From an optimization exercise on the open Yosys and OpenROAD flow, aimed at small area, a short achievable clock period and few clock cycles per item; shortcuts taken in it are not production practice. Function was checked by simulation only, so behaviour that the tests miss may differ from the original.

== run 1 ==
Design grn_convert, start of the top module:
module grn_convert (
    input  wire         clk,
    input  wire         rst_n,
    input  wire         in_valid,
    output wire         in_ready,
    input  wire [59:0]  in_e0,        
    input  wire [59:0]  in_e1,        
    input  wire [11:0]  in_f,         
    input  wire [143:0] in_m,         
    input  wire [47:0]  in_tf,        
    input  wire [47:0]  in_d,         
    input  wire         in_thermen,
    input  wire         in_derateen,
    output wire         out_valid,
    output wire [71:0]  out_l,        
    output wire [2:0]   out_clip      
);
    reg       ready_r;
    reg [4:0] v;
    assign in_ready  = ready_r;
    assign out_valid = v[4];
    always @(posedge clk) begin
        if (!rst_n) begin
            ready_r <= 1'b0;
            v       <= 5'd0;
        end else begin
            ready_r <= 1'b1;
            v       <= {v[3:0], in_valid & ready_r};
        end
    end
    reg [59:0]  e0_0, e1_0;
    reg [11:0]  f_0;
    reg [143:0] m_0;
    reg [47:0]  tf_0, d_0;
    always @(posedge clk) begin
        e0_0 <= in_e0;
        e1_0 <= in_e1;
        f_0  <= in_f;
        m_0  <= in_m;
        tf_0 <= in_thermen  ? in_tf : {3{16'h8000}};
        d_0  <= in_derateen ? in_d  : {3{16'h8000}};
    end
    wire [71:0] cx;
    genvar j, q;
    generate for (j = 0; j < 3; j = j + 1) begin : g_curve
        grn_curve u_curve (
            .e0(e0_0[20*j +: 20]), .e1(e1_0[20*j +: 20]), .f(f_0[4*j +: 4]),
            .x(cx[24*j +: 24])
        );
    end endgenerate
    wire [215:0] me;
    generate for (j = 0; j < 9; j = j + 1) begin : g_enc
        if (j < 3) begin : g_p
            grn_benc16sp u_enc (.m(m_0[16*j +: 16]), .e(me[24*j +: 24]));
        end else begin : g_n
            grn_benc16s u_enc (.m(m_0[16*j +: 16]), .e(me[24*j +: 24]));
        end
    end endgenerate
    reg [71:0]  x_1, xn_1;
    reg [215:0] me_1;
    reg [47:0]  tf_1, d_1;
    always @(posedge clk) begin
        x_1  <= cx;
        xn_1 <= ~cx;
        me_1 <= me;
        tf_1 <= tf_0;
        d_1  <= d_0;
    end
    wire [83:0] ys;
    wire [2:0]  yz;
    grn_mrowp u_row0 (
        .x0(x_1[23:0]), .x1(x_1[47:24]), .x2(x_1[71:48]),
        .e0(me_1[23:0]), .e1(me_1[47:24]), .e2(me_1[71:48]),
        .ys(ys[27:0]), .zero(yz[0])
    );
    generate for (q = 1; q < 3; q = q + 1) begin : g_row
        grn_mrow u_row (
  ...
Size: ~16,000 cells after synthesis, ~0.17 mm2 of cells after synthesis.
clock: 33.0 ns
lec_check: 0
abc_clock_period_in_ps: 7000
cap_margin: 20
core_margin: 2
core_utilization: 55
place_density: 0.65
slew_margin: 20
synth_hierarchical: 1
synth_minimum_keep_size: 0
standard.sh (not shown) runs the stock make flow with config.mk's settings and CLKGATE_MAP_FILE= SYNTH_SCRIPT=/design/flow/synth_recipe.tcl, a recipe that flattens the netlist after the stock synthesis.
==> flow/flow/run.sh <==
#!/bin/bash
# Layout of grn_convert: the standard flow (standard.sh) with two changes.
# 1. One netlist edit between synthesis and floorplan. Synthesis maps each
#    Booth selector alone (SYNTH_HIERARCHICAL 1), and ABC's upsize step then
#    sizes its OR-AND-INVERT (or AND-OR-INVERT) gate to o22ai_2 (a22oi_2)
#    because it sits on that tiny module's only path. Each one drives a
#    single adder input, so it goes back to o22ai_1 (a22oi_1): same function
#    and pins. Registers are untouched.
#    The registers that drive the output ports (l_4, c_4, v[4], ready_r)
#    keep their cell type but get the stronger dfxtp_4, since the paths to
#    the outputs are the slowest.
# 2. Every port still gets its own buffer, but a plain buf_2 instead of the
#    delay cell buffer_ports picks by default.
# Logs: synth.log, resize.log, layout.log in this folder (ORFS's own logs
# are under orfs/logs).
set -euo pipefail
bash standard.sh synth > synth.log 2>&1
R=orfs/results/${FLOW_PLATFORM}/grn_convert/base
n=$(grep -c 'sky130_fd_sc_hd__o22ai_2 ' "$R/1_2_yosys.v" || true)
m=$(grep -c 'sky130_fd_sc_hd__a22oi_2 ' "$R/1_2_yosys.v" || true)
sed -i -e 's/sky130_fd_sc_hd__o22ai_2 /sky130_fd_sc_hd__o22ai_1 /' \
       -e 's/sky130_fd_sc_hd__a22oi_2 /sky130_fd_sc_hd__a22oi_1 /' "$R/1_2_yosys.v"
sed -i -E 's/sky130_fd_sc_hd__dfxtp_1 (\\l_4\[|\\c_4\[|\\v\[4\]|\\ready_r\$)/sky130_fd_sc_hd__dfxtp_4 \1/' "$R/1_2_yosys.v"
k=$(grep -c 'sky130_fd_sc_hd__dfxtp_4 ' "$R/1_2_yosys.v" || true)
echo "o22ai_2 resized to o22ai_1: $n, a22oi_2 resized to a22oi_1: $m, output registers resized to dfxtp_4: $k" > resize.log
export BUFFER_PORTS_ARGS="-buffer_cell sky130_fd_sc_hd__buf_2"
bash standard.sh > layout.log 2>&1
Testbench counts of run 1, summed over its fixed seeds: cycles 3,240, items 9,600.
### run 1 -> run 2
# run 1
export LEC_CHECK = 0
export ABC_CLOCK_PERIOD_IN_PS = 7000
export CAP_MARGIN = 20
export CORE_MARGIN = 2
export CORE_UTILIZATION = 55
export PLACE_DENSITY = 0.65
export SLEW_MARGIN = 20
export SYNTH_HIERARCHICAL = 1
export SYNTH_MINIMUM_KEEP_SIZE = 0
create_clock -name core_clock -period 33.0 [get_ports {clk}]
# run 2
export LEC_CHECK = 0
export ABC_CLOCK_PERIOD_IN_PS = 7000
export CAP_MARGIN = 20
export CORE_MARGIN = 2
export CORE_UTILIZATION = 45
export SLEW_MARGIN = 20
export SYNTH_HIERARCHICAL = 1
export SYNTH_MINIMUM_KEEP_SIZE = 0
create_clock -name core_clock -period 33.0 [get_ports {clk}]
==> flow/run.sh (new file) <==
#!/bin/bash
# synth_recipe.tcl (not shown) runs the flow's synth.tcl, then flattens the netlist and writes it again
# the make line also repeats each setting of config.mk as NAME=value (left out here)
make -C /OpenROAD-flow-scripts/flow DESIGN_CONFIG=/design/flow/config.mk WORK_HOME=/design/flow/orfs CLKGATE_MAP_FILE= SYNTH_SCRIPT=/design/flow/synth_recipe.tcl finish
removed: flow/flow/run.sh
removed: flow/standard.sh
### Flow results
The placed instance count in run 1 is 0.933 times that in run 2. Between run 1 and run 2, the clock network contribution to total cell area does not differ in any meaningful way. Share of the core filled with cells in the final layout ends up lower on run 2. On global routing usage summed across all routing layers, the lower figure sits with run 2, not run 1. Run 2: area growth from synthesis to layout is 2.5 points higher than what run 1 reported. Maximum frequency: run 2 lower than run 1.
For run 3, these inputs were changed with respect to run 2:
# run 2
export LEC_CHECK = 0
export ABC_CLOCK_PERIOD_IN_PS = 7000
export CAP_MARGIN = 20
export CORE_MARGIN = 2
export CORE_UTILIZATION = 45
export SLEW_MARGIN = 20
export SYNTH_HIERARCHICAL = 1
export SYNTH_MINIMUM_KEEP_SIZE = 0
create_clock -name core_clock -period 33.0 [get_ports {clk}]
# run 3
export LEC_CHECK = 0
export ABC_CLOCK_PERIOD_IN_PS = 7000
export CAP_MARGIN = 20
export CORE_MARGIN = 2
export CORE_UTILIZATION = 55
export CTS_CLUSTER_DIAMETER = 60
export CTS_CLUSTER_SIZE = 24
export PLACE_DENSITY = 0.65
export SLEW_MARGIN = 20
export SYNTH_HIERARCHICAL = 1
export SYNTH_MINIMUM_KEEP_SIZE = 0
create_clock -name core_clock -period 33.0 [get_ports {clk}]
==> flow/flow/run.sh (new file) <==
#!/bin/bash
# Layout of grn_convert: the standard flow (standard.sh) with two changes.
# 1. One netlist edit between synthesis and floorplan. Synthesis maps each
#    Booth selector alone (SYNTH_HIERARCHICAL 1), and ABC's upsize step then
#    sizes its OR-AND-INVERT (or AND-OR-INVERT) gate to o22ai_2 (a22oi_2)
#    because it sits on that tiny module's only path. Each one drives a
#    single adder input, so it goes back to o22ai_1 (a22oi_1): same function
#    and pins. Registers are untouched.
#    The registers that drive the output ports (l_4, c_4, v[4], ready_r)
#    keep their cell type but get the stronger dfxtp_4, since the paths to
#    the outputs are the slowest.
# 2. Every port still gets its own buffer, but a plain buf_2 instead of the
#    delay cell buffer_ports picks by default.
# Logs: synth.log, resize.log, layout.log in this folder (ORFS's own logs
# are under orfs/logs).
set -euo pipefail
bash standard.sh synth > synth.log 2>&1
R=orfs/results/${FLOW_PLATFORM}/grn_convert/base
n=$(grep -c 'sky130_fd_sc_hd__o22ai_2 ' "$R/1_2_yosys.v" || true)
m=$(grep -c 'sky130_fd_sc_hd__a22oi_2 ' "$R/1_2_yosys.v" || true)
sed -i -e 's/sky130_fd_sc_hd__o22ai_2 /sky130_fd_sc_hd__o22ai_1 /' \
       -e 's/sky130_fd_sc_hd__a22oi_2 /sky130_fd_sc_hd__a22oi_1 /' "$R/1_2_yosys.v"
sed -i -E 's/sky130_fd_sc_hd__dfxtp_1 (\\l_4\[|\\c_4\[|\\v\[4\]|\\ready_r\$)/sky130_fd_sc_hd__dfxtp_4 \1/' "$R/1_2_yosys.v"
k=$(grep -c 'sky130_fd_sc_hd__dfxtp_4 ' "$R/1_2_yosys.v" || true)
echo "o22ai_2 resized to o22ai_1: $n, a22oi_2 resized to a22oi_1: $m, output registers resized to dfxtp_4: $k" > resize.log
export BUFFER_PORTS_ARGS="-buffer_cell sky130_fd_sc_hd__buf_2"
bash standard.sh > layout.log 2>&1
==> flow/standard.sh (new file) <==
#!/bin/bash
# synth_recipe.tcl (not shown) runs the flow's synth.tcl, then flattens the netlist and writes it again
# the make line also repeats each setting of config.mk as NAME=value (left out here)
make -C /OpenROAD-flow-scripts/flow DESIGN_CONFIG=/design/flow/config.mk WORK_HOME=/design/flow/orfs CLKGATE_MAP_FILE= SYNTH_SCRIPT=/design/flow/synth_recipe.tcl "${@:-finish}"
removed: flow/run.sh
Results
Run 3 completed every stage of the flow, and the final layout passed the timing, design-rule and antenna checks.
Taking run 2 as the reference, in run 3 area of all placed cells without fillers shows a reduction of 0.023 mm2, starting DRC count in detailed routing shows an increase of 35%.
When the final numbers for run 2 and run 3 were put side by side, the worst hold slack turned out to be smaller in run 2.

## re-timing with driven ports
How much do the figures lean on ideal ports? The routed layouts below were timed once more, with nothing changed but the port constraints.
Step 1: set_driving_cell puts a clkbuf_16 on clk and a buf_2 on each other input, an assumption about the parent block.
Step 2 adds t to the input delays and takes it off the output delays; t is the mean of the earliest and latest rising clock arrival at the registers after step 1. Input paths then give back, and output paths get back, about the clock's delay inside the block.
a / b / c = no drivers / after step 1 / after step 2; a / b = the first two.
run | t (ns) | setup slack, ns | hold slack, ns
run 1 | 0.980 | 25.050 / 24.939 / 25.266 | 0.310 / 0.310 / 0.310
run 2 | 1.034 | 24.588 / 24.461 / 25.023 | 0.317 / 0.317 / 0.317
run 3 | 1.020 | 24.991 / 24.874 / 25.257 | 0.322 / 0.322 / 0.322
After both steps every run listed still meets setup and hold.
